This is an optimization exercise on Yosys and OpenROAD, whose aim is small area, a short achievable clock period and few clock cycles per item, not a production implementation. RTL that was checked went through simulation tests only; none was proved equivalent to the original. The RTL of runs 1, 3 and 7 was laid out without a check of its function. Power figures rest on the tool's default switching activity, not on a simulated workload.

==> flow/run.sh <==
#!/bin/bash
# The standard layout, with plain buffers (buf_1) on the ports instead of
# the delay-cell buffers that buffer_ports picks by default. Every port
# still gets its own buffer.
set -euo pipefail
bash standard.sh finish "BUFFER_PORTS_ARGS=-buffer_cell sky130_fd_sc_hd__buf_1" > flow_make.log 2>&1
==> standard.sh <==
#!/bin/bash
# synth_recipe.tcl (not shown) runs the flow's synth.tcl, then flattens the netlist and writes it again
# the make line also repeats each setting of config.mk as NAME=value (left out here)
make -C /OpenROAD-flow-scripts/flow DESIGN_CONFIG=/design/flow/config.mk WORK_HOME=/design/flow/orfs CLKGATE_MAP_FILE= SYNTH_SCRIPT=/design/flow/synth_recipe.tcl "${@:-finish}"
==> config.mk <==
export PLATFORM = sky130hd
export DESIGN_NAME = cws_bitenc
export DESIGN_NICKNAME = cws_bitenc
export VERILOG_FILES = /design/flow/design.v
export SDC_FILE = /design/flow/constraint.sdc
export NUM_CORES = 4
export LEC_CHECK = 0
export CAP_MARGIN = 20
export CORE_MARGIN = 2
export CORE_UTILIZATION = 40
export PLACE_DENSITY = 0.6
export SETUP_SLACK_MARGIN = 2.8
export SLEW_MARGIN = 20
==> constraint.sdc <==
create_clock -name core_clock -period 5.0 [get_ports {clk}]
set_input_delay 1.0000 -clock core_clock [delete_from_list [all_inputs] [get_ports {clk}]]
set_output_delay 1.0000 -clock core_clock [all_outputs]
set_load 0.01 [all_outputs]
==> design.v <==
module cws_bitenc (
    input  wire        clk,
    input  wire        rst,
    input  wire        cmd_valid,
    output wire        cmd_ready,
    input  wire [1:0]  cmd_hdr,
    input  wire [1:0]  cmd_crc,
    input  wire        cmd_fec,
    input  wire [12:0] cmd_len,
    input  wire [15:0] cmd_bseq,
    input  wire [31:0] cmd_user,
    input  wire        in_valid,
    output wire        in_ready,
    input  wire [7:0]  in_data,
    output wire        out_valid,
    input  wire        out_ready,
    output wire [15:0] out_data,
    output wire [4:0]  out_nbits,
    output wire        out_last
);
    reg        idle;           
    reg        f_h1, f_h, f_pay, f_c, f_tail;
    reg  [2:0] fcnt;           
    reg  [1:0] ccnt;           
    reg        hlong, has_pay, ck16, ck32, fec;
    reg [47:0] hsr;            
    reg [31:0] crc;            
    reg  [5:0] enc;            
    reg [12:0] in_left;        
    reg        left_z, left_1;  
    reg        in_ready_r;
    reg  [7:0] cur;            
    reg        cur_v;
    reg        cur_d;          
    reg        cur_t;          
    reg        cur_e;          
    reg        cur_l;          
    reg  [7:0] q1_d;           
    reg        q1_v;
    reg        pk_half;        
    reg [15:0] od;
    reg        ov, ol;
    reg  [2:0] onb;
    function [15:0] crc16_byte(input [15:0] c, input [7:0] b);
        integer i;
        reg [15:0] r;
        begin
            r = c;
            for (i = 7; i >= 0; i = i - 1)
                r = {r[14:0], 1'b0} ^ ((r[15] ^ b[i]) ? 16'h1021 : 16'h0000);
            crc16_byte = r;
        end
    endfunction
    function [31:0] crc32_byte(input [31:0] c, input [7:0] b);
        integer i;
        reg [31:0] r;
        begin
            r = ~c;
            for (i = 0; i < 8; i = i + 1)
                r = {1'b0, r[31:1]} ^ ((r[0] ^ b[i]) ? 32'hEDB8_8320 : 32'h0000_0000);
            crc32_byte = ~r;
        end
    endfunction
    wire [31:0] c32n = crc32_byte(crc, cur);
    wire [15:0] c16n = crc16_byte(crc[31:16], cur);
    wire [31:0] crc_upd = {ck32 ? c32n[31:16] : c16n, c32n[15:0]};
    wire out_free = !ov || out_ready;
    wire go = cur_v && out_free;
    reg [15:0] fw;
    reg  [5:0] enc_n;
    always @* begin : conv
        integer i;
        reg [6:0] w;
        reg [5:0] s;
        s = enc;
        for (i = 0; i < 8; i = i + 1) begin
            w = {cur[7 - i], s};
            fw[2 * i]     = ^(w & 7'o171);
            fw[2 * i + 1] = ^(w & 7'o133);
            s = w[6:1];
        end
        enc_n = s;
    end
    wire [7:0] rb = {cur[0], cur[1], cur[2], cur[3], cur[4], cur[5], cur[6], cur[7]};
    wire        complete = fec || cur_e || pk_half || cur_l;
    wire [15:0] cb = fec     ? {fw[15:12] & {4{!cur_t}}, fw[11:0]} :
                     pk_half ? {rb, od[7:0]} : {8'h00, rb};
    wire [2:0]  cb_nb = fec     ? (cur_t ? 3'b011 : 3'b100) :
                        pk_half ? 3'b100 :
                        cur_e   ? 3'b000 : 3'b010;
    wire keep0  = cur_v && !go;
    wire push   = in_valid && in_ready_r;
    wire accept = idle && cmd_valid;
    wire left_2 = (in_left == 13'd2);
    wire h_end  = (fcnt == (hlong ? 3'd7 : 3'd3));
    reg  [7:0] hbyte;          
    always @* begin
        case (fcnt)
            3'd2:    hbyte = hsr[47:40];
            3'd3:    hbyte = hsr[39:32];
            3'd4:    hbyte = hsr[31:24];
            3'd5:    hbyte = hsr[23:16];
            3'd6:    hbyte = hsr[15:8];
            default: hbyte = hsr[7:0];
        endcase
    end
    wire c_end  = (ccnt == (ck32 ? 2'd3 : 2'd1));
    wire nocrc  = !ck16 && !ck32;
    wire fetch_h1   = !keep0 && f_h1;
    wire fetch_h    = !keep0 && f_h;
    wire fetch_pay  = !keep0 && f_pay;
    wire fetch_c    = f_c && (!cur_v || (go && !cur_d));
    wire fetch_tail = !keep0 && f_tail;
    wire pay_got  = fetch_pay && (q1_v || push);
    wire pay_last = q1_v ? left_z : left_1;
    wire data_end = (fetch_h && h_end && !has_pay) || (pay_got && pay_last);
    wire q1_v_n = fetch_pay ? (q1_v && push) : (q1_v || push);
    wire f_h1_n = accept ? (cmd_hdr != 2'd0) : (f_h1 && !fetch_h1);
    wire left_nz_n = accept ? (cmd_len != 13'd0) :
                     idle ? 1'b0 :
                     push ? !left_1 : !left_z;
    wire cmd_empty = (cmd_hdr == 2'd0) && (cmd_len == 13'd0) &&
                     (cmd_crc == 2'd0) && !cmd_fec;
    assign cmd_ready = idle;
    assign in_ready  = in_ready_r;
    assign out_valid = ov;
    assign out_data  = od;
    assign out_nbits = {onb, 2'b00};
    assign out_last  = ol;
    always @(posedge clk) begin
        if (idle) begin
            hlong   <= (cmd_hdr == 2'd2);
            has_pay <= (cmd_len != 13'd0);
            ck16    <= (cmd_crc == 2'd1);
            ck32    <= (cmd_crc == 2'd2);
            fec     <= cmd_fec;
            hsr     <= {cmd_bseq, cmd_user};
            in_left <= cmd_len;
            crc     <= (cmd_crc == 2'd2) ? 32'h0000_0000 : 32'hFFFF_FFFF;
            enc     <= 6'd0;
            fcnt    <= 3'd2;
            ccnt    <= 2'd0;
            left_z  <= (cmd_len == 13'd0);
            left_1  <= (cmd_len == 13'd1);
            cur     <= {3'b000, cmd_len[12:8]};
            cur_d   <= 1'b1;
            cur_t   <= 1'b0;
            cur_e   <= cmd_empty;
            cur_l   <= cmd_empty;
        end else begin
            if (push) begin
                in_left <= in_left - 13'd1;
                left_z  <= left_1;
                left_1  <= left_2;
            end
            if (go) begin
                if (cur_d)
                    crc <= crc_upd;
                enc <= enc_n;
            end
            if (fetch_h1) begin
                cur   <= in_left[7:0];
                cur_d <= 1'b1;
                cur_l <= 1'b0;
            end
            if (fetch_h) begin
                cur   <= hbyte;
                cur_d <= 1'b1;
                cur_l <= h_end && !has_pay && nocrc && !fec;
                fcnt  <= fcnt + 3'd1;
            end
            if (fetch_pay) begin
                cur   <= q1_v ? q1_d : in_data;
                cur_d <= 1'b1;
                cur_l <= pay_last && nocrc && !fec;
            end
            if (fetch_c) begin
                cur   <= crc[31:24];
                cur_d <= 1'b0;
                cur_l <= c_end && !fec;
                crc   <= {crc[23:0], 8'd0};
                ccnt  <= ccnt + 2'd1;
            end
            if (fetch_tail) begin
                cur   <= 8'd0;
                cur_d <= 1'b0;
                cur_t <= 1'b1;
                cur_l <= 1'b1;
            end
        end
        if (!(q1_v && !fetch_pay))
            q1_d <= in_data;
        if (rst) begin
            idle       <= 1'b1;
            f_h1       <= 1'b0;
            f_h        <= 1'b0;
            f_pay      <= 1'b0;
            f_c        <= 1'b0;
            f_tail     <= 1'b0;
            cur_v      <= 1'b0;
            q1_v       <= 1'b0;
            in_ready_r <= 1'b0;
        end else begin
            if (accept) begin
                idle   <= 1'b0;
                f_pay  <= (cmd_hdr == 2'd0) && (cmd_len != 13'd0);
                f_c    <= (cmd_hdr == 2'd0) && (cmd_len == 13'd0) && (cmd_crc != 2'd0);
                f_tail <= (cmd_hdr == 2'd0) && (cmd_len == 13'd0) && (cmd_crc == 2'd0) && cmd_fec;
            end else begin
                if (go && cur_l)
                    idle <= 1'b1;
                if (fetch_h && h_end && has_pay)
                    f_pay <= 1'b1;
                else if (pay_got && pay_last)
                    f_pay <= 1'b0;
                if (data_end && !nocrc)
                    f_c <= 1'b1;
                else if (fetch_c && c_end)
                    f_c <= 1'b0;
                if ((data_end && nocrc && fec) || (fetch_c && c_end && fec))
                    f_tail <= 1'b1;
                else if (fetch_tail)
                    f_tail <= 1'b0;
            end
            f_h1 <= f_h1_n;
            if (fetch_h1)
                f_h <= 1'b1;
            else if (fetch_h && h_end)
                f_h <= 1'b0;
            cur_v      <= accept ? ((cmd_hdr != 2'd0) || cmd_empty) :
                          (keep0 || fetch_h1 || fetch_h || pay_got ||
                           fetch_c || fetch_tail);
            q1_v       <= q1_v_n;
            in_ready_r <= left_nz_n && !q1_v_n && !f_h1_n;
        end
        if (rst)
            pk_half <= 1'b0;
        else if (go)
            pk_half <= !complete;
        if (out_free) begin
            od  <= cb;
            onb <= cb_nb;
            ol  <= cur_l;
        end
        if (rst)
            ov <= 1'b0;
        else if (out_free)
            ov <= go && complete;
    end
endmodule
==> impl_metrics.toml, run 1 <==
[run_status]
status = "no timing/DRC/antenna violations"

[cells_and_area]
drive_gt1_frac = 0.2091
nNetsFinal = 1020
final_core_util = 0.5158
diodes = 0
area_growth_pct = 27.78

[synth]
synth_ff_type = "edfxtp_1"
synth.largest_area_cell = "edfxtp_1"
synth_top_area_share = 0.4645
synth_warnings = 1
synth_cells = 787
synth_edf_count = 135
synth_seq_cells = 162
synth_commonest_cells = "edfxtp_1 (135), xnor2_1 (108), nand2_1 (73)"
ys_top_cells_by_area = "edfxtp_1 (46%), xnor2_1 (11%), dfxtp_1 (6.2%)"
yosysMostFrequentCell = "edfxtp_1"
synth.avg_cell_area_um2 = 11.09
netlist_area_um2 = 8727
synthDistinctLibCells = 69
ys_seq_area_frac = 0.5265
async_flop_share = 0

[worst_setup_path]
crit_slowest_cell = "edfxtp_1"
critPathMaxStageDelay_ns = 0.53
crit_chain = "xnor2_4 -> buf_6 -> xnor2_2 -> xnor3_2 -> a21oi_4 -> xor2_2 -> o211ai_1"
reg2regPathDepth = 7
endpoint_kind = "flop"
critPathArrivalTime_ns = 2.37
endpoint = "crc[23]"
worstSetupStartpointType = "flop"
r2r_start = "cur[1]"
cp_max_fo = 2
reg2reg_slack_ns = 2.79
r2r_end = "crc[23]"
setup.worst_path.class = "reg -> reg"
critPathLaunch = "cur[1]"
critPathRequiredTime_ns = 5.16

[timing]
tightest_slew_ns = 0.7295
rsz0062_at_grt = "true"
hold_slack_ns = 0.4731
min_period_ns = 2.208
finalMaxSlewViolations = 0
slew_headroom = 0.5125
fmax_mhz = 452.9
hold_viol = 0
setup_viol_count_final = 0
skew_ns = 0.01127
finalSetupTns_ns = 0
finalCritPeriodShare = 0.4416

[pwr]
p_per_area_nw_per_um2 = 495.7
irDropWorstVdd_mv = 0.2866
p_leak_nw = 3.867

[clock_network]
cts_made_buffers = 17
clkSinkCount = 162
cts-root-buf = "clkbuf_16"
max-clock-path-buffers = 2
clk_pin_slew_ns = 0.07
cts_tree = "done"
cts.htree.levels = 4
clkLatencyLatePin_ns = 0.44

[global_routing]
grt_pass1_vias = 6587
grt_overflow = 0
antenna_found_initial = 0
grt_start_max_net_pins = 61
grt_pass1_wl_um = 37280
grt.total_usage = 0.2175

[place]
place_congestion = 0.8137
io_buffer_count = 101
dp_hpwl_um = 15740

[floorplan]
ios = 104
dieHeight_um = 151.7
coreArea_um2 = 21620
core.rowCount = 54
dieArea_um2 = 23020
die_w_um = 151.7
start_util = 0.4036

[route]
first_pass_iters = 5
wl_um = 24180
wl_per_cell_um = 19.71
vias = 6740
ant_nets = 0
drt_iter0_drc = 641
viasPerCell = 5.493
drc = 0

[min_path]
hold_depth = 2
hold_class = "reg -> reg"

[run]
drv_cap = 0
[layout by cell type (no fill, tap or decap), types with 10 or more instances in the layout]
master     synthesis  layout
a21oi_1           48      47
a222oi_1          14      14
buf_1              4     100
buf_4              4      70
clkbuf_16          0      17
dfxtp_1           27      20
edfxtp_1         135     135
mux2i_1           14      14
nand2_1           73      69
nand2b_1          16      15
nand3_1           15      14
nor2_1            39      34
nor3_1            15      15
o21ai_0           54      49
o22ai_1           10      10
xnor2_1          108      94
xnor2_4            1      10
xor2_1            32      28
[per-layer routing]
layer / share of wire / GRT usage
met1: 0.45 / 0.2988
met2: 0.48 / 0.3559
met3: 0.054 / 0.03054
met4: 0.019 / 0.07083
met5: 0 / 0
[what timing repair did]
action                     CTS  global route
setup buffers               40            33
pin swaps                   15            26
hold buffers                 0             0
gates cloned                 1             1
resized for setup           53            29
setup endpoints to repair   93            69
[critical path: cells and delay by family (launching register included)]
kind	cells	cell delay, ns
flip-flops	1	0.53
AO/OA/AOI/OAI	2	0.27
buffers and inverters	1	0.13
XOR/XNOR	4	1.00
[report_power, final]
part | internal [mW] | total [mW] | switching, mW | leakage (nW)
Clock | 0.845 | 1.43 | 0.587 | 0.299
Sequential | 1.71 | 1.89 | 0.184 | 1.61
Combinational | 1.13 | 2.21 | 1.08 | 1.96
Total | 3.68 | 5.53 | 1.85 | 3.87
[how the worst min path moves through the flow]
stage / from / to / slack [ns]
floorplan: cur_t / cur_t / 0.44
global placement: enc[2] / enc[2] / 0.46
detailed placement: enc[2] / enc[2] / 0.46
CTS: enc[2] / enc[2] / 0.47
global route: enc[0] / enc[0] / 0.50
finish: enc[2] / enc[2] / 0.47
[state kept, by name, summed over array words and instances (netlist names), 6 cells and up]
signal / flops
od: 16
q1_d: 8
crc: 32
cur: 8
hsr: 48
enc: 6
in_left: 13
[final cells by class]
type | count | area (µm²)
Tap cell | 280 | 350.3
Sequential cell | 162 | 4618
Clock inverter | 14 | 202.7
Inverter | 13 | 53.80
Timing Repair Buffer | 178 | 1011
Fill cell | 1902 | 10470
Multi-Input combinational cell | 562 | 4487
Clock buffer | 18 | 429.2
[kinds of logic after synthesis]
group	share of synthesized area
other cells	0.0004297
flops	0.5265
xor+xnor	0.1679
buf+inv	0.03197
compound gates	0.1331
fa+ha+maj	0.01118
mux	0.01864
simple gates	0.1104
[stage by stage]
stage	power, mW	instances	worst slack [ns]	cell area (µm²)
after floorplan	3.279	788	2.614	8960
after global placement	3.644	1120	1.895	9430
after detailed placement	3.649	1120	1.898	9430
after CTS	5.262	1193	2.693	10700
after global routing	5.786	1227	2.695	11150
final	5.528	1227	2.792	11150
==> inputs of run 2 (changes only) <==
--- a/design.v
+++ b/design.v
@@ -27,7 +27,7 @@
     reg [31:0] crc;            
     reg  [5:0] enc;            
     reg [12:0] in_left;        
-    reg        left_z, left_1;  
+    reg        hi_z;           
     reg        in_ready_r;
     reg  [7:0] cur;            
     reg        cur_v;
@@ -55,10 +55,10 @@
         integer i;
         reg [31:0] r;
         begin
-            r = ~c;
+            r = c;
             for (i = 0; i < 8; i = i + 1)
                 r = {1'b0, r[31:1]} ^ ((r[0] ^ b[i]) ? 32'hEDB8_8320 : 32'h0000_0000);
-            crc32_byte = ~r;
+            crc32_byte = r;
         end
     endfunction
     wire [31:0] c32n = crc32_byte(crc, cur);
@@ -91,8 +91,20 @@
     wire keep0  = cur_v && !go;
     wire push   = in_valid && in_ready_r;
     wire accept = idle && cmd_valid;
-    wire left_2 = (in_left == 13'd2);
+    wire left_z = hi_z && (in_left[3:0] == 4'd0);
+    wire left_1 = hi_z && (in_left[3:0] == 4'd1);
+    wire hi_1   = (in_left[12:4] == 9'd1);
     wire h_end  = (fcnt == (hlong ? 3'd7 : 3'd3));
+    reg  [7:0] cbyte;
+    always @* begin
+        case (ccnt)
+            2'd0:    cbyte = crc[31:24];
+            2'd1:    cbyte = crc[23:16];
+            2'd2:    cbyte = crc[15:8];
+            default: cbyte = crc[7:0];
+        endcase
+        cbyte = cbyte ^ {8{ck32}};
+    end
     reg  [7:0] hbyte;          
     always @* begin
         case (fcnt)
@@ -136,12 +148,11 @@
             fec     <= cmd_fec;
             hsr     <= {cmd_bseq, cmd_user};
             in_left <= cmd_len;
-            crc     <= (cmd_crc == 2'd2) ? 32'h0000_0000 : 32'hFFFF_FFFF;
+            crc     <= 32'hFFFF_FFFF;
             enc     <= 6'd0;
             fcnt    <= 3'd2;
             ccnt    <= 2'd0;
-            left_z  <= (cmd_len == 13'd0);
-            left_1  <= (cmd_len == 13'd1);
+            hi_z    <= (cmd_len[12:4] == 9'd0);
             cur     <= {3'b000, cmd_len[12:8]};
             cur_d   <= 1'b1;
             cur_t   <= 1'b0;
@@ -150,8 +161,8 @@
         end else begin
             if (push) begin
                 in_left <= in_left - 13'd1;
-                left_z  <= left_1;
-                left_1  <= left_2;
+                if (in_left[3:0] == 4'd0)
+                    hi_z <= hi_1;
             end
             if (go) begin
                 if (cur_d)
@@ -175,10 +186,9 @@
                 cur_l <= pay_last && nocrc && !fec;
             end
             if (fetch_c) begin
-                cur   <= crc[31:24];
+                cur   <= cbyte;
                 cur_d <= 1'b0;
                 cur_l <= c_end && !fec;
-                crc   <= {crc[23:0], 8'd0};
                 ccnt  <= ccnt + 2'd1;
             end
             if (fetch_tail) begin
==> run 2 against run 1 <==
Effect of this change:
- still clean
- register-to-register slack better by 0.07 ns
- clock skew down 0.0017 ns
- design area down 4.1%
- synthesized area up 2.3%
- critical path type is now in -> reg
- critical endpoint is now crc[23]
- highest routed layer unchanged
==> impl_metrics.toml, run 2 <==
[run_status]
status = "no timing/DRC/antenna violations"

[floorplan]
coreArea_um2 = 21890
ios = 104
start_util = 0.4078
core.rowCount = 54
dieHeight_um = 153.4
die_w_um = 153.4
dieArea_um2 = 23530

[synth]
synth.avg_cell_area_um2 = 10.63
ys_seq_area_frac = 0.4755
netlist_area_um2 = 8926
yosysMostFrequentCell = "edfxtp_1"
synth.area.mux_share = 0.02299
synth.largest_area_cell = "edfxtp_1"
synthDistinctLibCells = 73
synth_commonest_cells = "edfxtp_1 (102), xnor2_1 (101), nand2_1 (88)"
synth_seq_cells = 161
synth_warnings = 1
synth_top_area_share = 0.3431
synth_top_family_by_area = "XOR/XNOR gates"
synth_edf_count = 102
async_flop_share = 0
synth-simple-area-share = 0.1255
synth_ff_type = "edfxtp_1"
synth_compound_area_frac = 0.1445
ys_top_cells_by_area = "edfxtp_1 (34%), dfxtp_1 (13%), xnor2_1 (9.9%)"
synthXorXnorAreaFrac = 0.1775
synth_cells = 840
synthAdderAreaFrac = 0.01682

[worst_setup_path]
endpoint = "crc[23]"
critPathLaunch = "out_ready"
setup.worst_path.class = "in -> reg"
reg2regPathDepth = 5
r2r_end = "crc[25]"
critPathRequiredTime_ns = 5.32
reg2reg_slack_ns = 2.86
r2r_start = "cur[0]"
endpoint_kind = "flop"
critPathArrivalTime_ns = 2.48
worstSetupStartpointType = "input pin"
cp_max_fo = 9

[cells_and_area]
nNetsFinal = 1042
layout_commonest_cell = "edfxtp_1"
drive_gt1_frac = 0.1483
mostFrequentLayoutCells = "edfxtp_1 (102), buf_1 (100), xnor2_1 (97)"
n_fill_cell = 2047
area_growth_pct = 19.82
final_core_util = 0.4886
largest_reg_flops = 48
top_register = "hsr"
diodes = 0
reg_top3 = "hsr: 48 flops, crc: 32 flops, od: 16 flops"

[pwr]
p_switching_mw = 1.338
clock_power_share = 0.310
internal_power_mw = 2.912
p_per_area_nw_per_um2 = 397.4
seqPwrFrac = 0.402
p_leak_nw = 3.975
switching_share = 0.3149
pwr-share-comb = 0.288
irDropWorstVdd_mv = 0.4219

[clock_network]
clkSinkCount = 161
cts_made_buffers = 17
clkLatencyLatePin_ns = 0.44
cts_tree = "done"
cts-root-buf = "clkbuf_16"
max-clock-path-buffers = 2
cts.htree.levels = 4
clk_pin_slew_ns = 0.07

[min_path]
hold_class = "reg -> reg"
hold_depth = 2

[timing]
rsz0062_at_grt = "true"
min_period_ns = 2.159
finalCritPeriodShare = 0.4319
slew_headroom = 0.4990
setup_ws_ns = 2.841
finalSetupTns_ns = 0
skew_ns = 0.009533
fmax_mhz = 463.1
setup_viol_count_final = 0
hold_viol = 0
tightest_slew_ns = 0.7516
finalMaxSlewViolations = 0

[run]
drv_cap = 0

[place]
dp_slack_ns = 1.841
place_congestion = 0.8557
dp_hpwl_um = 15680
io_buffer_count = 101

[global_routing]
grt_pass1_wl_um = 37860
grt_start_max_net_pins = 63
grt_pass1_vias = 6518
antenna_found_initial = 0
grt.total_usage = 0.2081
grt_overflow = 0

[route]
drt_iter0_drc = 622
vias = 6974
wl_per_cell_um = 19.67
ant_nets = 0
first_pass_iters = 8
wl_um = 24480
drc = 0
viasPerCell = 5.606
run 2: changes by cell type in the layout (fill, tap and decap cells not counted), moves of 13 or more:
cell and change:
o211ai_1 +16, edfxtp_1 -33, nand3_1 +13, a21oi_1 -17, nand2_1 +15, dfxtp_1 +32
buf_4 -31
run 2: routing by layer:
layer  GRT usage  vias to the layer above  part of all wire
li1            -                     3291                 -
met2      0.3225                      305              0.46
met1      0.2921                     3347              0.45
met5           0                        -                 0
met4     0.06903                        0             0.019
met3     0.04310                       31             0.073
run 2: layout make-up:
class,instances,area [µm²],area share
clock inverter,15,160.2,0.01497
tap,280,350.3,0.03276
sequential,161,4263,0.3986
inverter,21,82.58,0.007721
multi-input combinational,602,4561,0.4264
clock buffer,17,425.4,0.03978
timing repair buffer,148,853.3,0.07978
run 2: power groups by stage:
stage	Combinational (mW)	Clock, mW	Sequential, mW
CTS	1.18	1.33	1.72
finish	1.22	1.32	1.71
global placement	1.07	0	1.76
global route	1.33	1.39	1.72
floorplan	0.861	0	1.71
detailed placement	1.07	0	1.76
run 2: what timing repair did:
| item | 4_1_cts | 5_1_grt |
|---|---|---|
| buffers inserted | 20 | 18 |
| hold buffers | 0 | 0 |
| gates cloned | 4 | 0 |
| gates resized for setup | 30 | 28 |
| pin swaps | 10 | 8 |
| setup endpoints to repair | 46 | 31 |
run 2: how the worst min path moves through the flow:
stage / start / endpoint / slack (ns)
final: enc[0] / enc[0] / 0.48
after global routing: enc[0] / enc[0] / 0.53
after CTS: enc[0] / enc[0] / 0.48
after detailed placement: enc[0] / enc[0] / 0.47
after global placement: enc[0] / enc[0] / 0.47
after floorplan: cur_t / cur_t / 0.44
run 2: logic make-up after synthesis:
kind of cell / count (synthesis)
AO/OA/AOI/OAI: 183
XOR/XNOR: 148
adder cells (fa/ha/maj): 12
buffers and inverters: 79
flip-flops: 161
multiplexers: 20
other: 1
AND/OR/NAND/NOR: 236
run 2: worst max-delay path, stage by stage:
cell     delay, ns
buf_4         0.12
nor2b_2       0.06
inv_2         0.07
buf_12        0.12
nand3_4       0.09
buf_12        0.17
or3_4         0.36
or3b_1        0.35
nor3b_1       0.14
run 2: through the flow:
step	power (mW)	instance area (µm²)	std cells	hold slack [ns]
CTS	4.229	10460	1226	0.4794
detailed placement	2.835	9490	1170	0.4701
finish	4.250	10700	1244	0.4804
global route	4.437	10700	1244	0.5315
global placement	2.827	9490	1170	0.4653
floorplan	2.570	8981	841	0.4417
Testbench counts of run 2, summed over its fixed seeds: cycles 90,573, items 1,077,244.
==> inputs of run 3 (changes only) <==
--- a/design.v
+++ b/design.v
@@ -35,6 +35,7 @@
     reg        cur_t;          
     reg        cur_e;          
     reg        cur_l;          
+    reg        cur_c;          
     reg  [7:0] q1_d;           
     reg        q1_v;
     reg        pk_half;        
@@ -118,13 +119,25 @@
     end
     wire c_end  = (ccnt == (ck32 ? 2'd3 : 2'd1));
     wire nocrc  = !ck16 && !ck32;
-    wire fetch_h1   = !keep0 && f_h1;
-    wire fetch_h    = !keep0 && f_h;
-    wire fetch_pay  = !keep0 && f_pay;
-    wire fetch_c    = f_c && (!cur_v || (go && !cur_d));
-    wire fetch_tail = !keep0 && f_tail;
-    wire pay_got  = fetch_pay && (q1_v || push);
+    wire take = !keep0;
     wire pay_last = q1_v ? left_z : left_1;
+    wire c_ok  = f_c && !(cur_v && cur_d);
+    wire crc_en = cur_v && cur_d && !cur_c;
+    wire p_ok  = f_pay && (q1_v || push);
+    wire [7:0] nxt = f_h1 ? in_left[7:0] :
+                     f_h  ? hbyte :
+                     f_c  ? cbyte :
+                     f_pay ? (q1_v ? q1_d : in_data) : 8'd0;
+    wire nxt_d = f_h1 || f_h || f_pay;
+    wire nxt_l = (((f_h && h_end && !has_pay) || (f_pay && pay_last)) && nocrc && !fec) ||
+                 (f_c && c_end && !fec) || f_tail;
+    wire nxt_v = f_h1 || f_h || c_ok || f_tail || p_ok;
+    wire fetch_h1   = take && f_h1;
+    wire fetch_h    = take && f_h;
+    wire fetch_pay  = take && f_pay;
+    wire fetch_c    = take && c_ok;
+    wire fetch_tail = take && f_tail;
+    wire pay_got    = take && p_ok;
     wire data_end = (fetch_h && h_end && !has_pay) || (pay_got && pay_last);
     wire q1_v_n = fetch_pay ? (q1_v && push) : (q1_v || push);
     wire f_h1_n = accept ? (cmd_hdr != 2'd0) : (f_h1 && !fetch_h1);
@@ -164,39 +177,20 @@
                 if (in_left[3:0] == 4'd0)
                     hi_z <= hi_1;
             end
-            if (go) begin
-                if (cur_d)
-                    crc <= crc_upd;
+            if (crc_en)
+                crc <= crc_upd;
+            if (go)
                 enc <= enc_n;
+            if (take) begin
+                cur   <= nxt;
+                cur_d <= nxt_d;
+                cur_t <= f_tail;
+                cur_l <= nxt_l;
             end
-            if (fetch_h1) begin
-                cur   <= in_left[7:0];
-                cur_d <= 1'b1;
-                cur_l <= 1'b0;
-            end
-            if (fetch_h) begin
-                cur   <= hbyte;
-                cur_d <= 1'b1;
-                cur_l <= h_end && !has_pay && nocrc && !fec;
-                fcnt  <= fcnt + 3'd1;
-            end
-            if (fetch_pay) begin
-                cur   <= q1_v ? q1_d : in_data;
-                cur_d <= 1'b1;
-                cur_l <= pay_last && nocrc && !fec;
-            end
-            if (fetch_c) begin
-                cur   <= cbyte;
-                cur_d <= 1'b0;
-                cur_l <= c_end && !fec;
-                ccnt  <= ccnt + 2'd1;
-            end
-            if (fetch_tail) begin
-                cur   <= 8'd0;
-                cur_d <= 1'b0;
-                cur_t <= 1'b1;
-                cur_l <= 1'b1;
-            end
+            if (fetch_h)
+                fcnt <= fcnt + 3'd1;
+            if (fetch_c)
+                ccnt <= ccnt + 2'd1;
         end
         if (!(q1_v && !fetch_pay))
             q1_d <= in_data;
@@ -208,6 +202,7 @@
             f_c        <= 1'b0;
             f_tail     <= 1'b0;
             cur_v      <= 1'b0;
+            cur_c      <= 1'b0;
             q1_v       <= 1'b0;
             in_ready_r <= 1'b0;
         end else begin
@@ -238,8 +233,8 @@
             else if (fetch_h && h_end)
                 f_h <= 1'b0;
             cur_v      <= accept ? ((cmd_hdr != 2'd0) || cmd_empty) :
-                          (keep0 || fetch_h1 || fetch_h || pay_got ||
-                           fetch_c || fetch_tail);
+                          (take ? nxt_v : 1'b1);
+            cur_c      <= !take && (cur_c || crc_en);
             q1_v       <= q1_v_n;
             in_ready_r <= left_nz_n && !q1_v_n && !f_h1_n;
         end
==> run 3 against run 2 <==
Effect of this change:
- still clean on timing, DRC and antenna
- count of clock-buffer cells in the layout unchanged
- total power decreased by 4.3%
- hold slack improved by 0.0081 ns
- synthesized area decreased by 1.4%
- first-iteration DRC count decreased by 24%
- sequential power about the same
- routed wire length decreased by 12%
- non-clock buffer count decreased by 15
- largest power group unchanged
==> impl_metrics.toml, run 3 <==
[run_status]
status = "no timing/DRC/antenna violations"

[timing]
min_period_ns = 2.175
tightest_slew_ns = 0.6824
finalMaxSlewViolations = 0
slew_headroom = 0.5451
rsz0062_at_grt = "true"
skew_ns = 0.006394
fmax_mhz = 459.8
finalSetupTns_ns = 0
finalCritPeriodShare = 0.4350
setup_viol_count_final = 0
hold_slack_ns = 0.4885
hold_viol = 0

[synth]
synth_ff_type = "edfxtp_1"
synth.area.mux_share = 0.02331
ys_top_cells_by_area = "edfxtp_1 (35%), dfxtp_1 (14%), xnor2_1 (10%)"
synth.avg_cell_area_um2 = 10.66
synth_seq_cells = 162
yosysMostFrequentCell = "xnor2_1"
netlist_area_um2 = 8805
ys_seq_area_frac = 0.4843
synth_warnings = 1
synth_compound_area_frac = 0.1410
synthXorXnorAreaFrac = 0.1791
synth_top_area_share = 0.3479
synth_edf_count = 102
synth_commonest_cells = "xnor2_1 (104), edfxtp_1 (102), nand2_1 (94)"
synth.largest_area_cell = "edfxtp_1"
synthDistinctLibCells = 65
async_flop_share = 0
synthAdderAreaFrac = 0.01705
synth_top_family_by_area = "XOR/XNOR gates"
synth-simple-area-share = 0.1161
synth_cells = 826

[route]
drt_iter0_drc = 470
first_pass_iters = 5
drc = 0
ant_nets = 0
vias = 6446
wl_um = 21660
viasPerCell = 5.284
wl_per_cell_um = 17.75

[pwr]
pwr-share-comb = 0.245
clock_power_share = 0.340
seqPwrFrac = 0.415
p_leak_nw = 3.605
p_switching_mw = 1.221
irDropWorstVdd_mv = 0.2524
p_per_area_nw_per_um2 = 391.7
internal_power_mw = 2.846
switching_share = 0.3002

[floorplan]
dieHeight_um = 152.4
ios = 104
coreArea_um2 = 21690
start_util = 0.4060
die_w_um = 152.4
core.rowCount = 54
dieArea_um2 = 23220

[global_routing]
grt_overflow = 0
grt_pass1_wl_um = 33710
grt.total_usage = 0.1827
grt_start_max_net_pins = 56
grt_pass1_vias = 6202
antenna_found_initial = 0

[place]
dp_hpwl_um = 14910
io_buffer_count = 101
place_congestion = 0.8261
placed_area_um2 = 9320

[worst_setup_path]
crit_chain = "buf_1 -> nor4_4 -> nand2_1 -> nor4_4 -> nand2_2 -> or3_4 -> a211oi_1"
critical_path.top_delay_family = "simple AND/OR/NAND/NOR gates"
critPathMaxStageDelay_ns = 0.41
worstSetupStartpointType = "input pin"
crit_slowest_cell = "or3_4"
critPathArrivalTime_ns = 2.50
endpoint_kind = "flop"
r2r_start = "ccnt[0]"
critPathBufInv = 1
path_depth = 7
critPathRequiredTime_ns = 5.33
reg2regPathDepth = 8
reg2reg_slack_ns = 2.86
cp_max_fo = 3
r2r_end = "cur[6]"
setup.worst_path.class = "in -> reg"
critPathMostFrequentCell = "nor4_4"

[cells_and_area]
top_register = "hsr"
area_growth_pct = 17.91
reg_top3 = "hsr: 48 flops, crc: 32 flops, od: 16 flops"
largest_reg_flops = 48
diodes = 0
n_fill_cell = 1969
drive_gt1_frac = 0.1287
layout_commonest_cell = "xnor2_1"
nNetsFinal = 1018
final_cell_area_um2 = 10380
mostFrequentLayoutCells = "xnor2_1 (103), edfxtp_1 (102), buf_1 (101)"

[clock_network]
cts-root-buf = "clkbuf_16"
cts_tree = "done"
clk_pin_slew_ns = 0.07
clkSinkCount = 162
cts.htree.levels = 4
cts_made_buffers = 17
max-clock-path-buffers = 2
cts_hold_buf = 0
clkLatencyLatePin_ns = 0.42

[min_path]
hold_depth = 2
hold-path-endpoint = "enc[2]"
min_from = "enc[2]"
hold_class = "reg -> reg"

[run]
drv_cap = 0
[run 3: cell types whose count changed after synthesis, moves of 5 or more]
cell,previous run,this run
and3_1,8,1
o211ai_1,20,1
nand2_1,88,94
nand3_1,29,12
xnor2_2,0,6
nor3_1,13,18
a31oi_1,5,12
clkbuf_1,40,31
xnor3_1,10,2
a211o_1,3,21
nor2_1,46,54
xor2_1,27,34
[run 3: repair_timing]
| item | 4_1_cts | 5_1_grt |
|---|---|---|
| pin swaps | 4 | 7 |
| hold endpoints to repair | 0 | 0 |
| gates resized for setup | 18 | 22 |
| gates cloned | 1 | 1 |
| endpoints found under the setup margin | 37 | 34 |
| setup buffers | 14 | 15 |
[run 3: logic make-up after synthesis]
family | Yosys count
DFF | 162
other | 1
AOI/OAI and AO/OA | 177
buffers and inverters | 73
muxes | 20
and+or+nand+nor | 226
adders and majority gates | 12
xor gates and xnor gates | 155
[run 3: worst register-to-register path: stages, from the launching register on]
cell      delay (ns)
dfxtp_2         0.38
inv_2           0.11
ha_4            0.22
a222oi_1        0.35
mux2i_1         0.18
xnor2_1         0.16
a221o_1         0.31
a221oi_2        0.23
a211oi_1        0.07
[run 3: final cells by class]
class	count	area (µm²)	share of cell area
Timing Repair Buffer	133	651.9	0.06279
Multi-Input combinational cell	592	4390	0.4229
Tap cell	280	350.3	0.03375
Sequential cell	162	4278	0.4121
Clock inverter	15	196.4	0.01892
Inverter	19	78.83	0.007593
Timing Repair inverter	2	10.01	0.0009642
Clock buffer	17	425.4	0.04098
[run 3: how the worst max path moves through the flow]
stage,endpoint,start,slack (ns)
6_report,cur_v,cmd_len[6],2.83
5_1_grt,cur[2],ccnt[0],2.73
4_1_cts,cmd_ready,idle,2.72
3_5_place_dp,cur_v,cmd_len[6],2.22
3_3_place_gp,cur_l,cmd_len[6],2.27
2_1_floorplan,cur_l,cmd_len[6],2.68
[run 3: per-stage QoR]
| step | utilization | total power [mW] | setup slack, ns | std cells |
|---|---|---|---|---|
| final | 0.4787 | 4.066 | 2.825 | 1220 |
| after CTS | 0.4672 | 4.040 | 2.718 | 1204 |
| after floorplan | - | 2.423 | 2.678 | 827 |
| after global placement | 0.4297 | 2.625 | 2.268 | 1157 |
| after detailed placement | 0.4297 | 2.630 | 2.216 | 1157 |
| after global routing | 0.4787 | 4.250 | 2.727 | 1220 |
[run 3: routing by layer]
metal	up-vias	global-route usage	wire (µm)
li1	3164	-	-
met1	3068	0.2301	9497
met2	192	0.3121	10670
met3	22	0.04693	1172
met4	0	0.05029	312
met5	-	0	0
[run 3: power by group through the flow]
stage / combinational [mW] / clock [mW] / sequential, mW
floorplan: 0.728 / 0 / 1.69
global placement: 0.883 / 0 / 1.74
detailed placement: 0.885 / 0 / 1.74
CTS: 0.946 / 1.40 / 1.69
global route: 1.09 / 1.46 / 1.70
finish: 0.996 / 1.38 / 1.69
==> inputs of run 4 (changes only) <==
--- a/design.v
+++ b/design.v
@@ -35,7 +35,6 @@
     reg        cur_t;          
     reg        cur_e;          
     reg        cur_l;          
-    reg        cur_c;          
     reg  [7:0] q1_d;           
     reg        q1_v;
     reg        pk_half;        
@@ -122,7 +121,6 @@
     wire take = !keep0;
     wire pay_last = q1_v ? left_z : left_1;
     wire c_ok  = f_c && !(cur_v && cur_d);
-    wire crc_en = cur_v && cur_d && !cur_c;
     wire p_ok  = f_pay && (q1_v || push);
     wire [7:0] nxt = f_h1 ? in_left[7:0] :
                      f_h  ? hbyte :
@@ -177,10 +175,11 @@
                 if (in_left[3:0] == 4'd0)
                     hi_z <= hi_1;
             end
-            if (crc_en)
-                crc <= crc_upd;
-            if (go)
+            if (go) begin
+                if (cur_d)
+                    crc <= crc_upd;
                 enc <= enc_n;
+            end
             if (take) begin
                 cur   <= nxt;
                 cur_d <= nxt_d;
@@ -202,7 +201,6 @@
             f_c        <= 1'b0;
             f_tail     <= 1'b0;
             cur_v      <= 1'b0;
-            cur_c      <= 1'b0;
             q1_v       <= 1'b0;
             in_ready_r <= 1'b0;
         end else begin
@@ -234,7 +232,6 @@
                 f_h <= 1'b0;
             cur_v      <= accept ? ((cmd_hdr != 2'd0) || cmd_empty) :
                           (take ? nxt_v : 1'b1);
-            cur_c      <= !take && (cur_c || crc_en);
             q1_v       <= q1_v_n;
             in_ready_r <= left_nz_n && !q1_v_n && !f_h1_n;
         end
--- a/config.mk
+++ b/config.mk
@@ -8,6 +8,7 @@
 export CAP_MARGIN = 20
 export CORE_MARGIN = 2
 export CORE_UTILIZATION = 40
+export CTS_BUF_LIST = sky130_fd_sc_hd__clkbuf_8
 export PLACE_DENSITY = 0.6
 export SETUP_SLACK_MARGIN = 2.8
 export SLEW_MARGIN = 20
==> run 4 against run 3 <==
Effect of this change:
- still clean on timing, DRC and antenna
- clock power down about 20%
- count of clock-buffer cells in the layout unchanged
- total power shrank 7.0%
- critical path depth rose by 1
- die area grew 0.34%
- hold slack worse by 0.0077 ns
- design area shrank 1.5%
- non-clock buffer count did not move
- sequential power about the same
- routed wire length rose by 7.5%
- combinational power hardly changed
- sequential share of layout area up 0.39 points
==> impl_metrics.toml, run 4 <==
[min_path]
hold_class = "reg -> reg"

[floorplan]
ios = 104
dieArea_um2 = 23290
coreArea_um2 = 21760
die_w_um = 152.6
dieHeight_um = 152.6
core.rowCount = 54
start_util = 0.4061

[synth]
ys_top_cells_by_area = "edfxtp_1 (35%), dfxtp_1 (13%), xnor2_1 (8.3%)"
synth.avg_cell_area_um2 = 10.54
netlist_area_um2 = 8836
ys_seq_area_frac = 0.4803
synth_seq_cells = 161
yosysMostFrequentCell = "edfxtp_1"
synth_edf_count = 102
synth_warnings = 1
synth_commonest_cells = "edfxtp_1 (102), nand2_1 (97), xnor2_1 (84)"
synth.largest_area_cell = "edfxtp_1"
synth_cells = 838
synthDistinctLibCells = 65
synth_top_area_share = 0.3466
async_flop_share = 0
synth_ff_type = "edfxtp_1"

[timing]
finalCritPeriodShare = 0.4269
fmax_mhz = 468.4
hold_slack_ns = 0.4808
finalMaxSlewViolations = 0
slew_headroom = 0.3872
skew_ns = 0.01283
hold_viol = 0
rsz0062_at_grt = "true"
tightest_slew_ns = 0.9171
min_period_ns = 2.135
finalSetupTns_ns = 0
setup_viol_count_final = 0

[worst_setup_path]
critPathArrivalTime_ns = 2.36
critPathRequiredTime_ns = 5.22
cp_max_fo = 10
crit_chain = "inv_1 -> ha_4 -> nor2b_1 -> buf_4 -> a222oi_1 -> a31oi_1 -> a2111oi_2 -> a2bb2oi_1"
critPathMaxStageDelay_ns = 0.36
worstSetupStartpointType = "flop"
endpoint_kind = "flop"
setup.worst_path.class = "reg -> reg"
crit_slowest_cell = "dfxtp_2"

[cells_and_area]
drive_gt1_frac = 0.1270
nNetsFinal = 1023
final_cell_area_um2 = 10220
diodes = 0
area_growth_pct = 15.70
top_register = "hsr"
mostFrequentLayoutCells = "edfxtp_1 (102), buf_1 (101), nand2_1 (97)"
layout_commonest_cell = "edfxtp_1"
instances_no_fill = 1225
reg_top3 = "hsr: 48 flops, crc: 32 flops, od: 16 flops"
largest_reg_flops = 48

[global_routing]
grt_pass1_vias = 6427
grt_pass1_wl_um = 36630
antenna_found_initial = 0
grt_overflow = 0
met3_usage = 0.03925
grt_start_max_net_pins = 62
grt.busiest_layer = "met2"
grt.total_usage = 0.1997
met1_usage = 0.2686
met2_usage = 0.3299

[run]
drv_cap = 0

[route]
viasPerCell = 5.447
drc = 0
drt_iter0_drc = 461
wl_per_cell_um = 19.01
ant_nets = 0
vias = 6673
first_pass_iters = 7
wl_um = 23290

[place]
dpl.cell_count = 1169
placed_area_um2 = 9403
io_buffer_count = 101
place_congestion = 0.9075
dp_hpwl_um = 16350

[clock_network]
cts.htree.levels = 4
cts-root-buf = "clkbuf_8"
max-clock-path-buffers = 2
clkSinkCount = 161
clk_pin_slew_ns = 0.10
clkLatencyLatePin_ns = 0.47
cts_made_buffers = 17
cts_tree = "done"

[run_status]
status = "no timing/DRC/antenna violations"

[pwr]
p_leak_nw = 3.592
p_per_area_nw_per_um2 = 370.0
irDropWorstVdd_mv = 0.1887
==> run 4: changes by cell type in the layout (fill, tap and decap cells not counted), sizes merged, moves of 8 or more <==
| cell | before | now |
|---|---|---|
| xnor2 | 116 | 94 |
| nor2 | 54 | 41 |
| xor2 | 37 | 49 |
| nand4 | 3 | 11 |
| nand3 | 12 | 32 |
| a211o | 21 | 0 |
==> run 4: power breakdown <==
group | switching (mW) | total, mW | internal, mW
Sequential | 0.120 | 1.68 | 1.56
Combinational | 0.544 | 0.999 | 0.456
Clock | 0.539 | 1.10 | 0.560
==> run 4: layer usage <==
layer	share of wire	wire, µm
met4	0.019	445
met1	0.45	10580
met5	0	0
met2	0.48	11180
met3	0.047	1091
==> run 4: cells by family (layout without fill, tap and decap cells) <==
family                   count (synthesis)  count (layout)  share of synthesized area
AO/OA/AOI/OAI                          168             168                     0.1303
XOR/XNOR                               149             149                     0.1729
adder cells (fa/ha/maj)                 12              12                    0.01699
buffers and inverters                   72             178                    0.03399
flip-flops                             161             161                     0.4803
multiplexers                            25              25                    0.02974
other                                    1               2                  0.0004244
AND/OR/NAND/NOR                        250             250                     0.1354
==> run 4: area by class of cell <==
type | count | area, µm²
Sequential cell | 161 | 4253
Inverter | 13 | 48.80
Multi-Input combinational cell | 606 | 4464
Clock buffer | 17 | 234.0
Tap cell | 280 | 350.3
Fill cell | 2068 | 11530
Timing Repair Buffer | 133 | 659.4
Clock inverter | 15 | 214.0
==> run 4: timing repair <==
action,4_1_cts,5_1_grt
cloned,0,0
setup buffers,10,14
endpoints found under the hold margin,0,0
pin swaps,4,8
resized for setup,19,19
hold buffers,0,0
setup endpoints to repair,47,39
==> run 4: worst max-delay path: cells and delay by family (launching register included) <==
family | cells | cell delay (ns)
buf+inv | 2 | 0.28
simple gates | 1 | 0.13
fa+ha+maj | 1 | 0.22
compound gates | 4 | 0.89
flops | 1 | 0.36
==> run 4: metrics by stage <==
| stage | setup WS, ns | util | total power, mW |
|---|---|---|---|
| detailed placement | 2.000 | 0.4322 | 2.649 |
| floorplan | 2.834 | - | 2.403 |
| global route | 2.682 | 0.4699 | 3.957 |
| global placement | 2.048 | 0.4322 | 2.646 |
| CTS | 2.680 | 0.4607 | 3.781 |
| finish | 2.865 | 0.4699 | 3.783 |
==> run 4: worst paths after layout <==
| kind | start | to | slack (ns) | cells past startpoint |
|---|---|---|---|---|
| worst max-delay path | fcnt[0] | cur[2] | 2.87 | 8 |
| worst min-delay path | enc[0] | enc[0] | 0.48 | 2 |
| worst max register to register | fcnt[0] | cur[2] | 2.87 | 8 |
| worst min register to register | enc[0] | enc[0] | 0.48 | 2 |
Testbench counts of run 4, summed over its fixed seeds: cycles 90,573, items 1,077,244.
==> inputs of run 5 (changes only) <==
--- a/config.mk
+++ b/config.mk
@@ -5,6 +5,7 @@
 export SDC_FILE = /design/flow/constraint.sdc
 export NUM_CORES = 4
 export LEC_CHECK = 0
+export ABC_AREA = 1
 export CAP_MARGIN = 20
 export CORE_MARGIN = 2
 export CORE_UTILIZATION = 40
==> run 5 against run 4 <==
Effect of this change:
- first-iteration DRC count grew 70%
- flip-flop and latch count did not move
- still clean
- routed wire length up 10%
- clock skew rose by 0.0033 ns
- design area up 2.1%
- sequential share of layout area down 0.87 points
- register-to-register slack better by 0.04 ns
- largest power group unchanged
==> impl_metrics.toml, run 5 <==
[timing]
finalMaxSlewViolations = 0
tightest_slew_ns = 0.9251
finalCritPeriodShare = 0.4210
slew_headroom = 0.3810
fmax_mhz = 475.1
hold_viol = 0
rsz0062_at_grt = "false"
skew_ns = 0.01612
finalSetupTns_ns = 0
setup_viol_count_final = 0
min_period_ns = 2.105

[worst_setup_path]
critPathBufInv = 1
reg2regPathDepth = 10
r2r_end = "crc[18]"
critPathArrivalTime_ns = 1.10
crit_chain = "buf_1"
crit_slowest_cell = "dfxtp_4"
setup.worst_path.class = "reg -> out"
critPathMaxStageDelay_ns = 0.45
endpoint_kind = "primary output"
cp_max_fo = 7
critical_path.top_delay_family = "flip-flops"
worstSetupStartpointType = "flop"
critPathRequiredTime_ns = 4.00
reg2reg_slack_ns = 2.91
r2r_start = "cur[5]"

[synth]
synth.largest_area_cell = "edfxtp_1"
ys_top_cells_by_area = "edfxtp_1 (33%), nand2_1 (15%), dfxtp_1 (13%)"
synth_seq_cells = 161
synth_ff_type = "edfxtp_1"
netlist_area_um2 = 9239
synth_edf_count = 102
async_flop_share = 0
ys_seq_area_frac = 0.4594
synthDistinctLibCells = 42
synth_cells = 1185
yosysMostFrequentCell = "nand2_1"
synth_top_area_share = 0.3315
synth_warnings = 1
synth.avg_cell_area_um2 = 7.797
synth_commonest_cells = "nand2_1 (378), edfxtp_1 (102), inv_1 (91), nor2_1 (91), o21ai_0 (76)"

[cells_and_area]
mostFrequentLayoutCells = "nand2_1 (375), edfxtp_1 (102), buf_1 (101)"
multi_input_area_um2 = 4434
reg_top3 = "hsr: 48 flops, crc: 32 flops, od: 16 flops"
largest_reg_flops = 48
top_register = "hsr"
seqCellArea_um2 = 4252
area_growth_pct = 13.00
final_core_util = 0.4611
drive_gt1_frac = 0.08173
layout_commonest_cell = "nand2_1"
nNetsFinal = 1375
n_fill_cell = 2233

[clock_network]
cts_made_buffers = 17
clkLatencyLatePin_ns = 0.47
cts_tree = "done"
cts.htree.levels = 4
cts_hold_buf = 0
max-clock-path-buffers = 2
clk_pin_slew_ns = 0.11
clkSinkCount = 161
cts-root-buf = "clkbuf_8"

[global_routing]
grt_overflow = 0
grt_pass1_wl_um = 40300
grt_pass1_vias = 7373
antenna_found_initial = 1
grt_start_max_net_pins = 50
grt.total_usage = 0.2144

[floorplan]
ios = 104
coreArea_um2 = 22640
core.rowCount = 55
dieHeight_um = 156.0
die_w_um = 156.0
dieArea_um2 = 24330
start_util = 0.4081

[route]
viasPerCell = 5.135
drc = 0
wl_um = 25670
first_pass_iters = 5
vias = 8128
ant_nets = 0
drt_iter0_drc = 783
wl_per_cell_um = 16.21

[pwr]
p_leak_nw = 4.584
p_per_area_nw_per_um2 = 352.7
irDropWorstVdd_mv = 0.2097

[run_status]
status = "no timing/DRC/antenna violations"

[place]
io_buffer_count = 101
place_congestion = 0.8659
dp_hpwl_um = 18310

[min_path]
hold-path-endpoint = "cur_t"
hold_class = "reg -> reg"
hold_depth = 2
min_from = "cur_t"

[run]
drv_cap = 0
-- run 5: cell type report --
cell class / count / share of cell area
multi-input cells: 874 / 0.4247
repair buffers: 124 / 0.05477
flip-flops and latches: 161 / 0.4072
clock inverters: 15 / 0.01762
clock buffers: 17 / 0.02241
well taps: 285 / 0.03416
inverters: 106 / 0.03883
diodes: 1 / 0.0002397
-- run 5: logic make-up after synthesis --
logic type      count (synthesis)  synth area share
buf+inv                       151           0.06595
other cells                     1         0.0004059
fa+ha+maj                      12           0.01625
simple gates                  583            0.2603
compound gates                198            0.1204
flops                         161            0.4594
xor+xnor                       79           0.07733
-- run 5: worst max path at each step --
stage | slack, ns | end | depth (start not counted) | from
after floorplan | 2.88 | cur[0] | 4 | idle
after global placement | 2.44 | f_tail | 11 | out_ready
after detailed placement | 2.40 | cur[2] | 5 | out_ready
after CTS | 2.66 | cmd_ready | 1 | idle
after global routing | 2.80 | od[4] | 4 | fec
final | 2.90 | cmd_ready | 1 | idle
-- run 5: what timing repair did --
action,in CTS,in global routing
setup buffers,1,18
resized for setup,6,13
endpoints found under the setup margin,31,37
-- run 5: layer usage --
metal | vias up | wire [µm] | global-route usage | share of wire
li1 | 4105 | - | - | -
met1 | 3716 | 11620 | 0.2909 | 0.45
met2 | 277 | 12040 | 0.3489 | 0.47
met3 | 30 | 1639 | 0.04361 | 0.064
met4 | 0 | 370 | 0.05941 | 0.014
met5 | - | 0 | 0 | 0
-- run 5: where the power goes --
part	leakage (nW)	switching, mW	internal, mW
combinational	2.82	0.666	0.337
sequential	1.55	0.110	1.58
clock	0.208	0.605	0.384
total	4.58	1.38	2.30
-- run 5: per-stage QoR --
stage / instance area [µm²] / hold WS (ns) / worst slack (ns) / power, mW / cells
3_5_place_dp: 9803 / 0.4985 / 2.395 / 2.676 / 1531
2_1_floorplan: 9244 / 0.4503 / 2.878 / 2.389 / 1186
4_1_cts: 10260 / 0.5121 / 2.663 / 3.663 / 1564
3_3_place_gp: 9803 / 0.4940 / 2.436 / 2.669 / 1531
5_1_grt: 10440 / 0.5440 / 2.800 / 3.897 / 1582
6_report: 10440 / 0.5084 / 2.895 / 3.682 / 1583
==> inputs of run 6 (changes only) <==
--- a/config.mk
+++ b/config.mk
@@ -5,11 +5,9 @@
 export SDC_FILE = /design/flow/constraint.sdc
 export NUM_CORES = 4
 export LEC_CHECK = 0
-export ABC_AREA = 1
 export CAP_MARGIN = 20
 export CORE_MARGIN = 2
 export CORE_UTILIZATION = 40
-export CTS_BUF_LIST = sky130_fd_sc_hd__clkbuf_8
 export PLACE_DENSITY = 0.6
 export SETUP_SLACK_MARGIN = 2.8
 export SLEW_MARGIN = 20
==> run 6 against run 5 <==
Effect of this change:
- first-iteration DRC count is 35% lower
- sequential share of layout area increased by 0.097 points
- total power rose by 12%
- fmax shrank 3.2%
- setup slack worse by 0.070 ns
- core utilization increased by 1.8 points
- synthesized area fell by 4.4%
- routed wire length decreased by 9.2%
- critical path depth is the same
- critical path type unchanged
==> impl_metrics.toml, run 6 <==
[cells_and_area]
nNetsFinal = 1026
area_growth_pct = 17.94
diodes = 0
top_register = "hsr"
mostFrequentLayoutCells = "edfxtp_1 (102), buf_1 (101), nand2_1 (97)"
layout_commonest_cell = "edfxtp_1"
drive_gt1_frac = 0.1319
largest_reg_flops = 48
reg_top3 = "hsr: 48 flops, crc: 32 flops, od: 16 flops"

[clock_network]
cts.htree.levels = 4
clkSinkCount = 161
cts-root-buf = "clkbuf_16"
clkLatencyLatePin_ns = 0.43
cts_made_buffers = 17
cts_hold_buf = 0
max-clock-path-buffers = 2
clk_pin_slew_ns = 0.06
cts_tree = "done"

[place]
place_congestion = 0.9075
dp_hpwl_um = 16350
dp_slack_ns = 2.000
io_buffer_count = 101

[floorplan]
die_w_um = 152.6
dieHeight_um = 152.6
coreArea_um2 = 21760
dieArea_um2 = 23290
ios = 104
start_util = 0.4061
core.rowCount = 54

[global_routing]
met3_usage = 0.04522
grt.busiest_layer = "met2"
met1_usage = 0.2698
grt_pass1_wl_um = 36990
antenna_found_initial = 0
grt_start_max_net_pins = 62
met2_usage = 0.3316
grt_pass1_vias = 6513
grt.total_usage = 0.2026
grt_overflow = 0

[worst_setup_path]
setup.worst_path.class = "reg -> out"
cp_max_fo = 17
worstSetupStartpointType = "flop"
critPathRequiredTime_ns = 4.00
crit_chain = "buf_1"
critical_path.top_delay_family = "flip-flops"
critPathBufInv = 1
critPathMaxStageDelay_ns = 0.56
endpoint_kind = "primary output"
crit_slowest_cell = "dfxtp_4"
critPathArrivalTime_ns = 1.18

[timing]
finalCritPeriodShare = 0.4350
finalSetupTns_ns = 0
setup_viol_count_final = 0
min_period_ns = 2.175
tightest_slew_ns = 0.9187
skew_ns = 0.008006
setup_ws_ns = 2.825
hold_viol = 0
slew_headroom = 0.3862
finalMaxSlewViolations = 0
fmax_mhz = 459.7
rsz0062_at_grt = "false"

[synth]
synth_top_area_share = 0.3466
synth.largest_area_cell = "edfxtp_1"
synth_warnings = 1
synth_cells = 838
netlist_area_um2 = 8836
synth_edf_count = 102
synth_ff_type = "edfxtp_1"
synthDistinctLibCells = 65
synth_commonest_cells = "edfxtp_1 (102), nand2_1 (97), xnor2_1 (84)"
synth_seq_cells = 161
yosysMostFrequentCell = "edfxtp_1"
synth.avg_cell_area_um2 = 10.54
async_flop_share = 0
ys_top_cells_by_area = "edfxtp_1 (35%), dfxtp_1 (13%), xnor2_1 (8.3%)"
ys_seq_area_frac = 0.4803

[route]
first_pass_iters = 5
wl_per_cell_um = 18.97
drt_iter0_drc = 510
ant_nets = 0
viasPerCell = 5.411
wl_um = 23300
vias = 6645
drc = 0

[pwr]
p_per_area_nw_per_um2 = 395.0
irDropWorstVdd_mv = 0.2138
p_leak_nw = 3.694

[min_path]
hold_class = "reg -> reg"

[run_status]
status = "no timing/DRC/antenna violations"

[run]
drv_cap = 0
[run 6: cells by family after synthesis]
logic type | Yosys count | synth area share
XOR/XNOR | 149 | 0.1729
buffers and inverters | 72 | 0.03399
multiplexers | 25 | 0.02974
AND/OR/NAND/NOR | 250 | 0.1354
adder cells (fa/ha/maj) | 12 | 0.01699
flip-flops | 161 | 0.4803
other | 1 | 0.0004244
AO/OA/AOI/OAI | 168 | 0.1303
[run 6: worst reg2reg max path, delay by kind of cell, from the launching register on]
kind	cells	cell delay, ns
xor gates and xnor gates	3	1.10
DFF	1	0.52
muxes	1	0.37
and+or+nand+nor	1	0.07
[run 6: path summary, 6_finish.rpt]
check                           slack, ns  depth (start not counted)  startpoint         to
worst max-delay path                 2.82                          1        idle  cmd_ready
worst min-delay path                 0.48                          2      enc[0]     enc[0]
worst max register to register       2.88                          5      cur[4]    crc[23]
worst min register to register       0.48                          2      enc[0]     enc[0]
[run 6: routing by layer]
layer  routed length [µm]  share of wire  up-vias
met2                11200           0.48      223
li1                     -              -     3225
met4                  475          0.020        0
met1                10300           0.44     3167
met5                    0              0        -
met3                 1323          0.057       30
[run 6: where the power goes]
part | switching, mW | internal (mW) | total, mW
Sequential | 0.125 | 1.57 | 1.69
Clock | 0.578 | 0.853 | 1.43
Combinational | 0.539 | 0.456 | 0.995
Total | 1.24 | 2.87 | 4.12
[run 6: cell type report]
class | instances | area, µm²
clock inverter | 15 | 214.0
timing repair buffer | 136 | 681.9
multi-input combinational | 606 | 4447
clock buffer | 17 | 425.4
sequential | 161 | 4254
tap | 280 | 350.3
inverter | 13 | 48.80
fill | 2046 | 11330
[run 6: stage by stage]
stage	instance area [µm²]	hold WS [ns]	total power, mW	cells	util
2_1_floorplan	8869	0.4352	2.403	839	-
3_3_place_gp	9403	0.4717	2.646	1169	0.4322
3_5_place_dp	9403	0.4798	2.649	1169	0.4322
4_1_cts	10240	0.4890	4.123	1212	0.4709
5_1_grt	10420	0.5123	4.300	1228	0.4790
6_report	10420	0.4767	4.116	1228	0.4790
[run 6: repair_timing]
action / in CTS / in global routing
endpoints found under the setup margin: 48 / 36
pin swaps: 3 / 9
setup buffers: 11 / 16
gates resized for setup: 22 / 17
==> inputs of run 7 (changes only) <==
--- a/design.v
+++ b/design.v
@@ -20,11 +20,12 @@
 );
     reg        idle;           
     reg        f_h1, f_h, f_pay, f_c, f_tail;
-    reg  [2:0] fcnt;           
-    reg  [1:0] ccnt;           
+    reg  [5:0] hsel;           
+    reg  [3:0] csel;           
     reg        hlong, has_pay, ck16, ck32, fec;
     reg [47:0] hsr;            
     reg [31:0] crc;            
+    reg [15:0] c16;            
     reg  [5:0] enc;            
     reg [12:0] in_left;        
     reg        hi_z;           
@@ -62,8 +63,7 @@
         end
     endfunction
     wire [31:0] c32n = crc32_byte(crc, cur);
-    wire [15:0] c16n = crc16_byte(crc[31:16], cur);
-    wire [31:0] crc_upd = {ck32 ? c32n[31:16] : c16n, c32n[15:0]};
+    wire [15:0] c16n = crc16_byte(c16, cur);
     wire out_free = !ov || out_ready;
     wire go = cur_v && out_free;
     reg [15:0] fw;
@@ -94,29 +94,20 @@
     wire left_z = hi_z && (in_left[3:0] == 4'd0);
     wire left_1 = hi_z && (in_left[3:0] == 4'd1);
     wire hi_1   = (in_left[12:4] == 9'd1);
-    wire h_end  = (fcnt == (hlong ? 3'd7 : 3'd3));
-    reg  [7:0] cbyte;
-    always @* begin
-        case (ccnt)
-            2'd0:    cbyte = crc[31:24];
-            2'd1:    cbyte = crc[23:16];
-            2'd2:    cbyte = crc[15:8];
-            default: cbyte = crc[7:0];
-        endcase
-        cbyte = cbyte ^ {8{ck32}};
+    wire h_end  = hlong ? hsel[5] : hsel[1];
+    wire [7:0] cbyte = ck32 ? ~((crc[31:24] & {8{csel[0]}}) | (crc[23:16] & {8{csel[1]}}) |
+                                (crc[15:8]  & {8{csel[2]}}) | (crc[7:0]   & {8{csel[3]}})) :
+                              ((c16[15:8] & {8{csel[0]}}) | (c16[7:0] & {8{csel[1]}}));
+    wire [7:0] hbyte = (hsr[47:40] & {8{hsel[0]}}) | (hsr[39:32] & {8{hsel[1]}}) |
+                       (hsr[31:24] & {8{hsel[2]}}) | (hsr[23:16] & {8{hsel[3]}}) |
+                       (hsr[15:8]  & {8{hsel[4]}}) | (hsr[7:0]   & {8{hsel[5]}});
+    wire c_end  = ck32 ? csel[3] : csel[1];
+    reg [12:0] left_dec;
+    always @* begin : dec
+        integer i;
+        for (i = 0; i < 13; i = i + 1)
+            left_dec[i] = in_left[i] ^ ~|(in_left & ((13'd1 << i) - 13'd1));
     end
-    reg  [7:0] hbyte;          
-    always @* begin
-        case (fcnt)
-            3'd2:    hbyte = hsr[47:40];
-            3'd3:    hbyte = hsr[39:32];
-            3'd4:    hbyte = hsr[31:24];
-            3'd5:    hbyte = hsr[23:16];
-            3'd6:    hbyte = hsr[15:8];
-            default: hbyte = hsr[7:0];
-        endcase
-    end
-    wire c_end  = (ccnt == (ck32 ? 2'd3 : 2'd1));
     wire nocrc  = !ck16 && !ck32;
     wire take = !keep0;
     wire pay_last = q1_v ? left_z : left_1;
@@ -160,9 +151,10 @@
             hsr     <= {cmd_bseq, cmd_user};
             in_left <= cmd_len;
             crc     <= 32'hFFFF_FFFF;
+            c16     <= 16'hFFFF;
             enc     <= 6'd0;
-            fcnt    <= 3'd2;
-            ccnt    <= 2'd0;
+            hsel    <= 6'b000001;
+            csel    <= 4'b0001;
             hi_z    <= (cmd_len[12:4] == 9'd0);
             cur     <= {3'b000, cmd_len[12:8]};
             cur_d   <= 1'b1;
@@ -171,13 +163,15 @@
             cur_l   <= cmd_empty;
         end else begin
             if (push) begin
-                in_left <= in_left - 13'd1;
+                in_left <= left_dec;
                 if (in_left[3:0] == 4'd0)
                     hi_z <= hi_1;
             end
             if (go) begin
-                if (cur_d)
-                    crc <= crc_upd;
+                if (cur_d) begin
+                    crc <= c32n;
+                    c16 <= c16n;
+                end
                 enc <= enc_n;
             end
             if (take) begin
@@ -187,9 +181,9 @@
                 cur_l <= nxt_l;
             end
             if (fetch_h)
-                fcnt <= fcnt + 3'd1;
+                hsel <= {hsel[4:0], 1'b0};
             if (fetch_c)
-                ccnt <= ccnt + 2'd1;
+                csel <= {csel[2:0], 1'b0};
         end
         if (!(q1_v && !fetch_pay))
             q1_d <= in_data;
--- a/config.mk
+++ b/config.mk
@@ -8,6 +8,7 @@
 export CAP_MARGIN = 20
 export CORE_MARGIN = 2
 export CORE_UTILIZATION = 40
+export CTS_BUF_LIST = sky130_fd_sc_hd__clkbuf_8
 export PLACE_DENSITY = 0.6
 export SETUP_SLACK_MARGIN = 2.8
 export SLEW_MARGIN = 20
==> run 7 against run 6 <==
Effect of this change:
- non-clock buffer count down 16
- sequential power grew 11%
- design area is 1.7% lower
- die area up 3.1%
- sequential share of layout area increased by 4.8 points
- count of clock-buffer cells in the layout unchanged
- routed wire length fell by 5.5%
- clock skew is 0.0099 ns higher
- critical path depth up 6
- fmax decreased by 1.1%
- setup slack got worse by 0.025 ns
==> impl_metrics.toml, run 7 <==
[run_status]
status = "no timing/DRC/antenna violations"

[place]
place_congestion = 0.7944
dp_slack_ns = 1.819
dpl.cell_count = 1168
io_buffer_count = 101
dp_hpwl_um = 14840

[min_path]
hold_depth = 0
hold-path-endpoint = "ol"

[cells_and_area]
seqCellArea_um2 = 4676
nNetsFinal = 1002
layout_commonest_cell = "nand2_1"
n_fill_cell = 2111
instances_no_fill = 1216
multi_input_area_um2 = 4187
top_register = "hsr"

[floorplan]
start_util = 0.4049
ios = 104
die_w_um = 154.9
core.rowCount = 55
dieHeight_um = 154.9

[timing]
setup_viol_count_final = 0
hold_viol = 0
tightest_slew_ns = 0.9500
fmax_mhz = 454.5
finalCritPeriodShare = 0.4400
slew_headroom = 0.3599
setup_ws_ns = 2.800
finalMaxSlewViolations = 0
rsz0062_at_grt = "true"
finalSetupTns_ns = 0

[synth]
ys_seq_area_frac = 0.5119
synth.area.mux_share = 0.02485
synth_cells = 843
synth_ff_type = "edfxtp_1"
synth_commonest_cells = "nand2_1 (117), edfxtp_1 (102), xnor2_1 (94)"
synth_compound_area_frac = 0.1525
synthAdderAreaFrac = 0.006865
async_flop_share = 0
synthDistinctLibCells = 60
synthXorXnorAreaFrac = 0.1601
synth_edf_count = 102
synth_warnings = 1
yosysMostFrequentCell = "nand2_1"
ys_top_cells_by_area = "edfxtp_1 (34%), dfxtp_1 (18%), xnor2_1 (9.0%)"
synth_seq_cells = 182

[clock_network]
cts_tree = "done"
cts_hold_buf = 0
cts-root-buf = "clkbuf_8"
clkLatencyLatePin_ns = 0.47

[global_routing]
grt_pass1_wl_um = 35100
grt_start_max_net_pins = 91
grt_pass1_vias = 6094

[run]
drv_cap = 0

[worst_setup_path]
reg2reg_slack_ns = 2.80
critPathArrivalTime_ns = 2.41
r2r_end = "in_left[10]"
setup.worst_path.class = "reg -> reg"
critPathRequiredTime_ns = 5.21
r2r_start = "in_left[1]"

[pwr]
irDropWorstVdd_mv = 0.2607
p_switching_mw = 1.243
clock_power_share = 0.258
pwr-share-comb = 0.250
seqPwrFrac = 0.492
switching_share = 0.3279

[route]
drc = 0
wl_per_cell_um = 18.11
vias = 6496
wl_um = 22020
first_pass_iters = 9
drt_iter0_drc = 535
-- run 7: cell types whose count changed in the layout (fill, tap and decap cells not counted), moves of 14 or more --
cell,delta
a22oi_1,+16
buf_4,-14
clkbuf_16,-17
clkbuf_8,+17
dfxtp_1,+20
nand2_1,+18
o211ai_1,+33
o21ai_0,-15
-- run 7: worst max path at each step --
stage | startpoint | end | slack (ns)
final | in_left[1] | in_left[10] | 2.80
after global routing | in_left[1] | in_left[11] | 2.68
after CTS | in_left[1] | in_left[11] | 2.75
after detailed placement | out_ready | crc[0] | 1.82
after global placement | out_ready | crc[10] | 1.90
after floorplan | in_left[0] | in_left[9] | 2.83
-- run 7: stage by stage --
stage / hold WS, ns / instance area, µm² / power [mW]
2_1_floorplan: 0.4485 / 9124 / 2.585
3_3_place_gp: 0.4860 / 9608 / 2.789
3_5_place_dp: 0.4928 / 9608 / 2.796
4_1_cts: 0.5007 / 10180 / 3.808
5_1_grt: 0.5117 / 10240 / 3.993
6_report: 0.5000 / 10240 / 3.790
-- run 7: worst max-delay path: stages, from the launching register on --
cell and delay [ns]:
edfxtp_1 0.42, inv_2 0.10, ha_4 0.13, or3b_4 0.38
or4_4 0.49, nor3_4 0.19, xnor2_1 0.14, mux2i_1 0.09
-- run 7: layout make-up --
class	count	area share
Clock inverter	15	0.01491
Timing Repair Buffer	120	0.05462
Multi-Input combinational cell	579	0.4088
Inverter	17	0.006843
Clock buffer	17	0.02285
Sequential cell	182	0.4566
Tap cell	285	0.03482
Timing Repair inverter	1	0.0004888
-- run 7: repair_timing --
action / in CTS / in global routing
pin swaps: 4 / 3
gates resized for setup: 18 / 9
gates cloned: 1 / 0
endpoints found under the setup margin: 56 / 23
hold endpoints to repair: 0 / 0
setup buffers: 12 / 3
-- run 7: kinds of logic after synthesis --
logic type	after synthesis
flops	182
xor+xnor	145
compound gates	195
fa+ha+maj	5
mux	22
simple gates	210
other cells	1
buf+inv	83
-- run 7: power by group through the flow --
stage,Sequential (mW),Clock (mW),Combinational [mW]
floorplan,1.87,0,0.714
global placement,1.92,0,0.870
detailed placement,1.92,0,0.876
CTS,1.87,1.00,0.933
global route,1.88,1.06,1.05
finish,1.87,0.978,0.947
-- run 7: routing by layer --
layer	wire length, µm	track usage
met2	10020	0.2950
met4	232	0.04718
met3	1610	0.04234
met1	10150	0.2682
met5	0	0

Setup slack of run 7, layout unchanged: 2.800 ns with ideal ports, 2.800 ns with driving cells assumed (clock clkbuf_16, inputs buf_2), 2.424 ns with port delays also shifted by the 0.505 ns mid clock arrival.
